Context: an optimization exercise on an open-source flow, tuned for small area, a short achievable clock period and few clock cycles per item. The choices shown serve that exercise and are no tape-out recipe.
Power is estimated from default activity; no workload was simulated.

==> flow/design.v <==
module lzw_enc (
    input  wire       clk,
    input  wire       rst,
    input  wire       in_valid,
    output wire       in_ready,
    input  wire [7:0] in_data,
    input  wire       in_last,
    input  wire       in_fc,
    output wire       out_valid,
    input  wire       out_ready,
    output wire [7:0] out_data,
    output wire       out_last
);
    localparam PB = 48;    
    reg        kv, kl, kf;      
    reg  [7:0] kd;
    reg        sv, sl, sf;      
    reg  [7:0] sd;
    reg        irdy;            
    assign in_ready = irdy;
    wire take_in = in_valid & irdy;
    reg  [8:0] w;       
    reg        wv;      
    reg        tl;      
    reg        fc;      
    reg        pend;    
    reg  [7:0] nx;      
    reg  [8:0] dp [2:127];
    reg  [7:0] db [2:127];
    reg        ev;      
    reg  [8:0] ec;      
    reg        eclr;    
    reg        etl;     
    reg  [PB-1:0]   pb;
    reg  [5:0]      pc;
    reg  [PB/8-1:0] lb;      
    reg             ov;
    assign out_valid = ov;
    assign out_data  = pb[7:0];
    assign out_last  = lb[0];
    wire [5:0] e_room = !ev ? 6'd0 :
                        (eclr & etl) ? 6'd34 :
                        etl ? 6'd25 :
                        eclr ? 6'd18 : 6'd9;
    wire [6:0] fill = {1'b0, pc} + {1'b0, e_room};
    wire stall_s = fill > (pend ? PB - 18 : PB - 9);
    wire stall_t = fill > PB - 34;
    wire tgo   = tl & ~stall_t;                     
    wire go    = kv & (tl ? ~stall_t : ~stall_s);   
    wire [15:0] grp_gt, grp_eq;
    wire [7:0]  pos_gt, pos_eq;
    genvar g;
    generate
        for (g = 0; g < 16; g = g + 1) begin : g_grp
            assign grp_gt[g] = nx[7] | (nx[6:3] > g);
            assign grp_eq[g] = ~nx[7] & (nx[6:3] == g);
        end
        for (g = 0; g < 8; g = g + 1) begin : g_pos
            assign pos_gt[g] = nx[2:0] > g;
            assign pos_eq[g] = nx[2:0] == g;
        end
    endgenerate
    reg  [127:2] vr;        
    reg          jc;        
    reg          rep;       
    reg  [6:0]   rc;        
    wire [127:0] m;
    assign m[1:0] = 2'b00;
    generate
        for (g = 2; g < 128; g = g + 1) begin : g_ent
            wire wen = grp_eq[g >> 3] & pos_eq[g & 7];
            assign m[g] = vr[g] && !jc && (dp[g] == w) && (db[g] == kd);
            always @(posedge clk) begin
                vr[g] <= grp_gt[g >> 3] | (grp_eq[g >> 3] & pos_gt[g & 7]);
                if (wen) begin
                    dp[g] <= w;
                    db[g] <= kd;
                end
            end
        end
    endgenerate
    wire mb  = rep && (w[7:0] == kd);
    wire hit = (|m) | mb;
    wire [6:0] hj;
    generate
        for (g = 0; g < 7; g = g + 1) begin : g_enc
            wire [127:0] sel;
            genvar j;
            for (j = 0; j < 128; j = j + 1) begin : g_b
                if (((j >> g) & 1) != 0) begin : g_on
                    assign sel[j] = m[j];
                end else begin : g_off
                    assign sel[j] = 1'b0;
                end
            end
            assign hj[g] = (|sel) | (mb & rc[g]);
        end
    endgenerate
    wire [6:0] hj0;
    generate
        for (g = 0; g < 7; g = g + 1) begin : g_enc0
            wire [127:0] sel;
            genvar j;
            for (j = 0; j < 128; j = j + 1) begin : g_b
                if (((j >> g) & 1) == 0) begin : g_on
                    assign sel[j] = m[j];
                end else begin : g_off
                    assign sel[j] = 1'b0;
                end
            end
            assign hj0[g] = (|sel) | (mb & ~rc[g]);
        end
    endgenerate
    wire [8:0] w_nx = {wv & (hj[1] | hj0[1]),
                       kd[7] & ~(wv & (hj[0] | hj0[0])),
                       (wv ? hj : 7'd0) | (kd[6:0] & ~(wv ? hj0 : 7'd0))};
    wire miss = go & wv & ~hit;
    wire adv  = miss & ~pend & ~nx[7];       
    wire [26:0] ebits = !ev ? 27'd0 :
                        {(eclr & etl) ? 9'd257 : 9'd0,
                         eclr ? 9'd256 : (etl ? 9'd257 : 9'd0),
                         ec};
    wire [5:0]  e_n   = !ev ? 6'd0 :
                        (eclr & etl) ? 6'd27 :
                        (eclr | etl) ? 6'd18 : 6'd9;
    wire [PB-1:0] merged = pb | ({{(PB-27){1'b0}}, ebits} << pc);
    wire [6:0]  pc_s  = {1'b0, pc} + {1'b0, e_n};
    wire [6:0]  pc_r  = (ev & etl) ? ((pc_s + 7'd7) & 7'h78) : pc_s;
    wire [2:0]  lastb = pc_r[5:3] - 3'd1;
    wire [PB/8-1:0] lb_m = lb | ((ev & etl) ? ({{(PB/8-1){1'b0}}, 1'b1} << lastb) : {PB/8{1'b0}});
    wire pop = ov & out_ready;
    wire [6:0]  pc_n  = pop ? pc_r - 7'd8 : pc_r;
    always @(posedge clk) begin
        if (rst) begin
            kv   <= 1'b0;
            sv   <= 1'b0;
            irdy <= 1'b1;
            wv   <= 1'b0;
            tl   <= 1'b0;
            pend <= 1'b0;
            nx   <= 8'd2;
            jc   <= 1'b1;
            rep  <= 1'b0;
            ev   <= 1'b0;
            etl  <= 1'b0;
            pb   <= {PB{1'b0}};
            pc   <= 6'd0;
            lb   <= {PB/8{1'b0}};
            ov   <= 1'b0;
        end else begin
            ec <= w;
            if (go || !kv) begin
                if (sv) begin
                    kd <= sd; kl <= sl; kf <= sf;
                    sv <= 1'b0;
                    irdy <= 1'b1;
                end else begin
                    kd <= in_data; kl <= in_last; kf <= in_fc;
                    kv <= take_in;
                end
            end else if (take_in) begin
                sd <= in_data; sl <= in_last; sf <= in_fc;
                sv <= 1'b1;
                irdy <= 1'b0;
            end
            if (go)
                w <= w_nx;
            if (go) begin
                if (!wv) begin
                    fc   <= kf;
                    nx   <= 8'd2;
                    pend <= 1'b0;
                end else if (!hit) begin
                    if (pend) begin
                        nx   <= 8'd2;
                        pend <= 1'b0;
                    end else if (!nx[7]) begin
                        nx <= nx + 8'd1;
                        if (nx == 8'd127 && fc)
                            pend <= 1'b1;
                    end
                end
                wv <= ~kl;
            end
            if (go && kl)
                tl <= 1'b1;
            else if (tgo)
                tl <= 1'b0;
            jc <= go & (~wv | (miss & pend));
            if (go) begin
                rep <= adv & (w == {1'b0, kd});
                rc  <= nx[6:0];
            end
            ev   <= miss | tgo;
            eclr <= pend;
            etl  <= tgo;
            pb <= pop ? (merged >> 8) : merged;
            lb <= pop ? (lb_m >> 1) : lb_m;
            pc <= pc_n[5:0];
            ov <= (pc_n >= 7'd8);
        end
    end
endmodule
==> flow/config.mk <==
export PLATFORM = sky130hd
export DESIGN_NAME = lzw_enc
export DESIGN_NICKNAME = lzw_enc
export VERILOG_FILES = /design/flow/design.v
export SDC_FILE = /design/flow/constraint.sdc
export NUM_CORES = 4
export LEC_CHECK = 0
export ABC_CLOCK_PERIOD_IN_PS = 3000
export CAP_MARGIN = 20
export CORE_MARGIN = 2
export CORE_UTILIZATION = 50
export CTS_BUF_LIST = sky130_fd_sc_hd__clkbuf_16
export CTS_CLUSTER_DIAMETER = 60
export CTS_CLUSTER_SIZE = 30
export SETUP_SLACK_MARGIN = 5
export SLEW_MARGIN = 20
export TNS_END_PERCENT = 10
==> flow/constraint.sdc <==
create_clock -name core_clock -period 10.0 [get_ports {clk}]
set_input_delay 2.0000 -clock core_clock [delete_from_list [all_inputs] [get_ports {clk}]]
set_output_delay 2.0000 -clock core_clock [all_outputs]
set_load 0.01 [all_outputs]
standard.sh (not shown) runs the stock make flow with config.mk's settings and CLKGATE_MAP_FILE= SYNTH_SCRIPT=/design/flow/synth_recipe.tcl, a recipe that flattens the netlist after the stock synthesis.
==> flow/flow/run.sh <==
#!/bin/bash
# The standard layout (standard.sh), with repair_timing aiming for a larger setup margin.
set -euo pipefail
sed 's/SETUP_SLACK_MARGIN=[0-9.]*/SETUP_SLACK_MARGIN=7/' standard.sh > standard_margin.sh
bash standard_margin.sh > standard.log 2>&1
Edit:
--- a/flow/design.v
+++ b/flow/design.v
@@ -14,13 +14,12 @@
     localparam PB = 48;    
     reg        kv, kl, kf;      
     reg  [7:0] kd;
     reg        sv, sl, sf;      
     reg  [7:0] sd;
-    reg        irdy;            
-    assign in_ready = irdy;
-    wire take_in = in_valid & irdy;
+    assign in_ready = ~sv;
+    wire take_in = in_valid & ~sv;
     reg  [8:0] w;       
     reg        wv;      
     reg        tl;      
     reg        fc;      
     reg        pend;    
@@ -94,32 +93,13 @@
                 end
             end
             assign hj[g] = (|sel) | (mb & rc[g]);
         end
     endgenerate
-    wire [6:0] hj0;
-    generate
-        for (g = 0; g < 7; g = g + 1) begin : g_enc0
-            wire [127:0] sel;
-            genvar j;
-            for (j = 0; j < 128; j = j + 1) begin : g_b
-                if (((j >> g) & 1) == 0) begin : g_on
-                    assign sel[j] = m[j];
-                end else begin : g_off
-                    assign sel[j] = 1'b0;
-                end
-            end
-            assign hj0[g] = (|sel) | (mb & ~rc[g]);
-        end
-    endgenerate
-    wire [8:0] w_nx = {wv & (hj[1] | hj0[1]),
-                       kd[7] & ~(wv & (hj[0] | hj0[0])),
-                       (wv ? hj : 7'd0) | (kd[6:0] & ~(wv ? hj0 : 7'd0))};
     wire miss = go & wv & ~hit;
     wire adv  = miss & ~pend & ~nx[7];       
-    wire [26:0] ebits = !ev ? 27'd0 :
-                        {(eclr & etl) ? 9'd257 : 9'd0,
+    wire [26:0] ebits = {(eclr & etl) ? 9'd257 : 9'd0,
                          eclr ? 9'd256 : (etl ? 9'd257 : 9'd0),
                          ec};
     wire [5:0]  e_n   = !ev ? 6'd0 :
                         (eclr & etl) ? 6'd27 :
                         (eclr | etl) ? 6'd18 : 6'd9;
@@ -132,47 +112,47 @@
     wire [6:0]  pc_n  = pop ? pc_r - 7'd8 : pc_r;
     always @(posedge clk) begin
         if (rst) begin
             kv   <= 1'b0;
             sv   <= 1'b0;
-            irdy <= 1'b1;
             wv   <= 1'b0;
             tl   <= 1'b0;
             pend <= 1'b0;
             nx   <= 8'd2;
             jc   <= 1'b1;
             rep  <= 1'b0;
             ev   <= 1'b0;
+            ec   <= 9'd0;
+            eclr <= 1'b0;
             etl  <= 1'b0;
             pb   <= {PB{1'b0}};
             pc   <= 6'd0;
             lb   <= {PB/8{1'b0}};
             ov   <= 1'b0;
         end else begin
-            ec <= w;
             if (go || !kv) begin
                 if (sv) begin
                     kd <= sd; kl <= sl; kf <= sf;
                     sv <= 1'b0;
-                    irdy <= 1'b1;
                 end else begin
                     kd <= in_data; kl <= in_last; kf <= in_fc;
                     kv <= take_in;
                 end
             end else if (take_in) begin
                 sd <= in_data; sl <= in_last; sf <= in_fc;
                 sv <= 1'b1;
-                irdy <= 1'b0;
             end
-            if (go)
-                w <= w_nx;
             if (go) begin
                 if (!wv) begin
+                    w    <= {1'b0, kd};
                     fc   <= kf;
                     nx   <= 8'd2;
                     pend <= 1'b0;
-                end else if (!hit) begin
+                end else if (hit) begin
+                    w <= {1'b1, 1'b0, hj};
+                end else begin
+                    w <= {1'b0, kd};
                     if (pend) begin
                         nx   <= 8'd2;
                         pend <= 1'b0;
                     end else if (!nx[7]) begin
                         nx <= nx + 8'd1;
@@ -190,11 +170,12 @@
             if (go) begin
                 rep <= adv & (w == {1'b0, kd});
                 rc  <= nx[6:0];
             end
             ev   <= miss | tgo;
-            eclr <= pend;
+            ec   <= (miss | tgo) ? w : 9'd0;
+            eclr <= (miss | tgo) & pend;
             etl  <= tgo;
             pb <= pop ? (merged >> 8) : merged;
             lb <= pop ? (lb_m >> 1) : lb_m;
             pc <= pc_n[5:0];
             ov <= (pc_n >= 7'd8);
=>
- sequential share of layout area climbs by 0.16 points
- total power drops by 0.42%
- wire length drops by 9.3%
- die area drops by 0.59%
- synthesized area drops by about 0.6%
- cell area drops by about 0.44%
- global-route usage drops by 4.9 points
- worst setup slack hardly moves
- worst hold slack degrades by 11 ps
- count of clock-buffer cells in the layout does not change
No run of this note included a check of the RTL's function; only the layout flow was run.

lzw_enc, a different RTL version from the one above (not shown whole).
Size: about 6,700 cells after synthesis, roughly 2,300 flip-flops, ~25 I/O pins, roughly 99,000 um^2 of cells after synthesis.
==> module lzw_enc, before the edit <==
module lzw_enc (
    input  wire       clk,
    input  wire       rst,
    input  wire       in_valid,
    output wire       in_ready,
    input  wire [7:0] in_data,
    input  wire       in_last,
    input  wire       in_fc,
    output wire       out_valid,
    input  wire       out_ready,
    output wire [7:0] out_data,
    output wire       out_last
);
    localparam PB = 48;    
    reg        kv, kl, kf;      
    reg  [7:0] kd;
    reg        sv, sl, sf;      
    reg  [7:0] sd;
    reg        irdy;            
    assign in_ready = irdy;
    wire take_in = in_valid & irdy;
    reg  [8:0] w;       
    reg        wv;      
    reg        tl;      
    reg        fc;      
    reg        pend;    
    reg  [7:0] nx;      
    reg  [8:0] dp [2:127];
    reg  [7:0] db [2:127];
    reg        ev;      
    reg  [8:0] ec;      
    reg        eclr;    
    reg        etl;     
    reg  [PB-1:0]   pb;
    reg  [5:0]      pc;
    reg  [PB/8-1:0] lb;      
    reg             ov;
    assign out_valid = ov;
    assign out_data  = pb[7:0];
    assign out_last  = lb[0];
    wire [5:0] e_room = !ev ? 6'd0 :
                        (eclr & etl) ? 6'd34 :
                        etl ? 6'd25 :
                        eclr ? 6'd18 : 6'd9;
    wire [6:0] fill = {1'b0, pc} + {1'b0, e_room};
    wire stall_s = fill > (pend ? PB - 18 : PB - 9);
    wire stall_t = fill > PB - 34;
    wire tgo   = tl & ~stall_t;                     
    wire go    = kv & (tl ? ~stall_t : ~stall_s);   
    wire [15:0] grp_gt, grp_eq;
    wire [7:0]  pos_gt, pos_eq;
    genvar g;
    generate
        for (g = 0; g < 16; g = g + 1) begin : g_grp
            assign grp_gt[g] = nx[7] | (nx[6:3] > g);
            assign grp_eq[g] = ~nx[7] & (nx[6:3] == g);
        end
        for (g = 0; g < 8; g = g + 1) begin : g_pos
            assign pos_gt[g] = nx[2:0] > g;
            assign pos_eq[g] = nx[2:0] == g;
        end
    endgenerate
    wire [127:0] m;
    assign m[1:0] = 2'b00;
    generate
        for (g = 2; g < 128; g = g + 1) begin : g_ent
            wire vld = grp_gt[g >> 3] | (grp_eq[g >> 3] & pos_gt[g & 7]);
            wire wen = grp_eq[g >> 3] & pos_eq[g & 7];
            assign m[g] = vld && (dp[g] == w) && (db[g] == kd);
            always @(posedge clk)
                if (wen) begin
                    dp[g] <= w;
                    db[g] <= kd;
                end
        end
    endgenerate
    wire hit = |m;
    wire [6:0] hj;
    generate
        for (g = 0; g < 7; g = g + 1) begin : g_enc
            wire [127:0] sel;
            genvar j;
            for (j = 0; j < 128; j = j + 1) begin : g_b
                if (((j >> g) & 1) != 0) begin : g_on
                    assign sel[j] = m[j];
                end else begin : g_off
                    assign sel[j] = 1'b0;
                end
            end
            assign hj[g] = |sel;
        end
    endgenerate
    wire [6:0] hj0;
    generate
        for (g = 0; g < 7; g = g + 1) begin : g_enc0
            wire [127:0] sel;
            genvar j;
            for (j = 0; j < 128; j = j + 1) begin : g_b
                if (((j >> g) & 1) == 0) begin : g_on
                    assign sel[j] = m[j];
                end else begin : g_off
                    assign sel[j] = 1'b0;
                end
            end
            assign hj0[g] = |sel;
        end
    endgenerate
    wire [8:0] w_nx = {wv & (hj[1] | hj0[1]),
                       kd[7] & ~(wv & (hj[0] | hj0[0])),
                       (wv ? hj : 7'd0) | (kd[6:0] & ~(wv ? hj0 : 7'd0))};
    wire miss = go & wv & ~hit;
    wire [26:0] ebits = !ev ? 27'd0 :
                        {(eclr & etl) ? 9'd257 : 9'd0,
                         eclr ? 9'd256 : (etl ? 9'd257 : 9'd0),
                         ec};
    wire [5:0]  e_n   = !ev ? 6'd0 :
                        (eclr & etl) ? 6'd27 :
                        (eclr | etl) ? 6'd18 : 6'd9;
    wire [PB-1:0] merged = pb | ({{(PB-27){1'b0}}, ebits} << pc);
    wire [6:0]  pc_s  = {1'b0, pc} + {1'b0, e_n};
    wire [6:0]  pc_r  = (ev & etl) ? ((pc_s + 7'd7) & 7'h78) : pc_s;
    wire [2:0]  lastb = pc_r[5:3] - 3'd1;
    wire [PB/8-1:0] lb_m = lb | ((ev & etl) ? ({{(PB/8-1){1'b0}}, 1'b1} << lastb) : {PB/8{1'b0}});
    wire pop = ov & out_ready;
    wire [6:0]  pc_n  = pop ? pc_r - 7'd8 : pc_r;
    always @(posedge clk) begin
        if (rst) begin
            kv   <= 1'b0;
            sv   <= 1'b0;
            irdy <= 1'b1;
            wv   <= 1'b0;
            tl   <= 1'b0;
            pend <= 1'b0;
            nx   <= 8'd2;
            ev   <= 1'b0;
            etl  <= 1'b0;
            pb   <= {PB{1'b0}};
            pc   <= 6'd0;
            lb   <= {PB/8{1'b0}};
            ov   <= 1'b0;
        end else begin
            ec <= w;
            if (go || !kv) begin
                if (sv) begin
                    kd <= sd; kl <= sl; kf <= sf;
                    sv <= 1'b0;
                    irdy <= 1'b1;
                end else begin
                    kd <= in_data; kl <= in_last; kf <= in_fc;
                    kv <= take_in;
                end
            end else if (take_in) begin
                sd <= in_data; sl <= in_last; sf <= in_fc;
                sv <= 1'b1;
                irdy <= 1'b0;
            end
            if (go)
                w <= w_nx;
            if (go) begin
                if (!wv) begin
                    fc   <= kf;
                    nx   <= 8'd2;
                    pend <= 1'b0;
                end else if (!hit) begin
                    if (pend) begin
                        nx   <= 8'd2;
                        pend <= 1'b0;
                    end else if (!nx[7]) begin
                        nx <= nx + 8'd1;
                        if (nx == 8'd127 && fc)
                            pend <= 1'b1;
                    end
                end
                wv <= ~kl;
            end
            if (go && kl)
                tl <= 1'b1;
            else if (tgo)
                tl <= 1'b0;
            ev   <= miss | tgo;
            eclr <= pend;
            etl  <= tgo;
            pb <= pop ? (merged >> 8) : merged;
            lb <= pop ? (lb_m >> 1) : lb_m;
            pc <= pc_n[5:0];
            ov <= (pc_n >= 7'd8);
        end
    end
endmodule
Settings: LEC_CHECK=0, ABC_CLOCK_PERIOD_IN_PS=3000, CAP_MARGIN=20, CORE_MARGIN=2, CORE_UTILIZATION=50, CTS_BUF_LIST=sky130_fd_sc_hd__clkbuf_16, CTS_CLUSTER_DIAMETER=60, CTS_CLUSTER_SIZE=30, SETUP_SLACK_MARGIN=5, SLEW_MARGIN=20, TNS_END_PERCENT=10; clock period 10.0 ns.
Scripts as last shown in full above: flow/flow/run.sh
The baseline produced a clean layout.
Edit:
--- a/flow/design.v
+++ b/flow/design.v
@@ -13,15 +13,14 @@
 );
     localparam PB = 48;    
     reg        kv, kl, kf;      
     reg  [7:0] kd;
     reg        sv, sl, sf;      
     reg  [7:0] sd;
-    reg        irdy;            
-    assign in_ready = irdy;
-    wire take_in = in_valid & irdy;
+    assign in_ready = ~sv;
+    wire take_in = in_valid & ~sv;
     reg  [8:0] w;       
     reg        wv;      
     reg        tl;      
     reg        fc;      
     reg        pend;    
     reg  [7:0] nx;      
@@ -124,13 +123,12 @@
     wire pop = ov & out_ready;
     wire [6:0]  pc_n  = pop ? pc_r - 7'd8 : pc_r;
     always @(posedge clk) begin
         if (rst) begin
             kv   <= 1'b0;
             sv   <= 1'b0;
-            irdy <= 1'b1;
             wv   <= 1'b0;
             tl   <= 1'b0;
             pend <= 1'b0;
             nx   <= 8'd2;
             ev   <= 1'b0;
             etl  <= 1'b0;
@@ -141,21 +139,19 @@
         end else begin
             ec <= w;
             if (go || !kv) begin
                 if (sv) begin
                     kd <= sd; kl <= sl; kf <= sf;
                     sv <= 1'b0;
-                    irdy <= 1'b1;
                 end else begin
                     kd <= in_data; kl <= in_last; kf <= in_fc;
                     kv <= take_in;
                 end
             end else if (take_in) begin
                 sd <= in_data; sl <= in_last; sf <= in_fc;
                 sv <= 1'b1;
-                irdy <= 1'b0;
             end
             if (go)
                 w <= w_nx;
             if (go) begin
                 if (!wv) begin
                     fc   <= kf;
Via count rose by 5.8%.
Register-to-register slack gains 0.02 ns.
Synthesized cell count rose by 4.0%.
Hold slack stays flat.
Area after synthesis rose by 0.89%.
Power rose by 2.8%.
Final cell count rose by 4.4%.
Die area rose by 0.88%.
No run of this note included a check of the RTL's function; only the layout flow was run.

separate check: timing with driven ports:
Ports are ideal in the flow. The routed layouts listed here were re-timed in OpenROAD. Step 1: set_driving_cell puts a clkbuf_16 on clk and a buf_2 on each other input, an assumption about the parent block. Step 2, shift: input delay + t, output delay - t, t = (earliest + latest rising clock arrival at the registers) / 2. This alone moves slack from input paths to output paths. a / b / c = ideal / step 1 / step 2; a / b = the first two.
run | t (ns) | setup WS [ns] | cell pins on the clock port's net
the first run of note 1 | 0.956 | 5.983 / 5.983 / 5.951 | 1
the second run of note 1 | 0.952 | 5.985 / 5.985 / 5.985 | 1
the first run of note 2 | 0.948 | 5.826 / 5.826 / 5.826 | 1
the second run of note 2 | 0.961 | 5.850 / 5.850 / 5.850 | 1
After both steps every run listed still meets setup and hold. The setup slack of the first run of note 1, which loses most, moves by 0.000 ns with the drivers and by -0.032 ns with both steps.
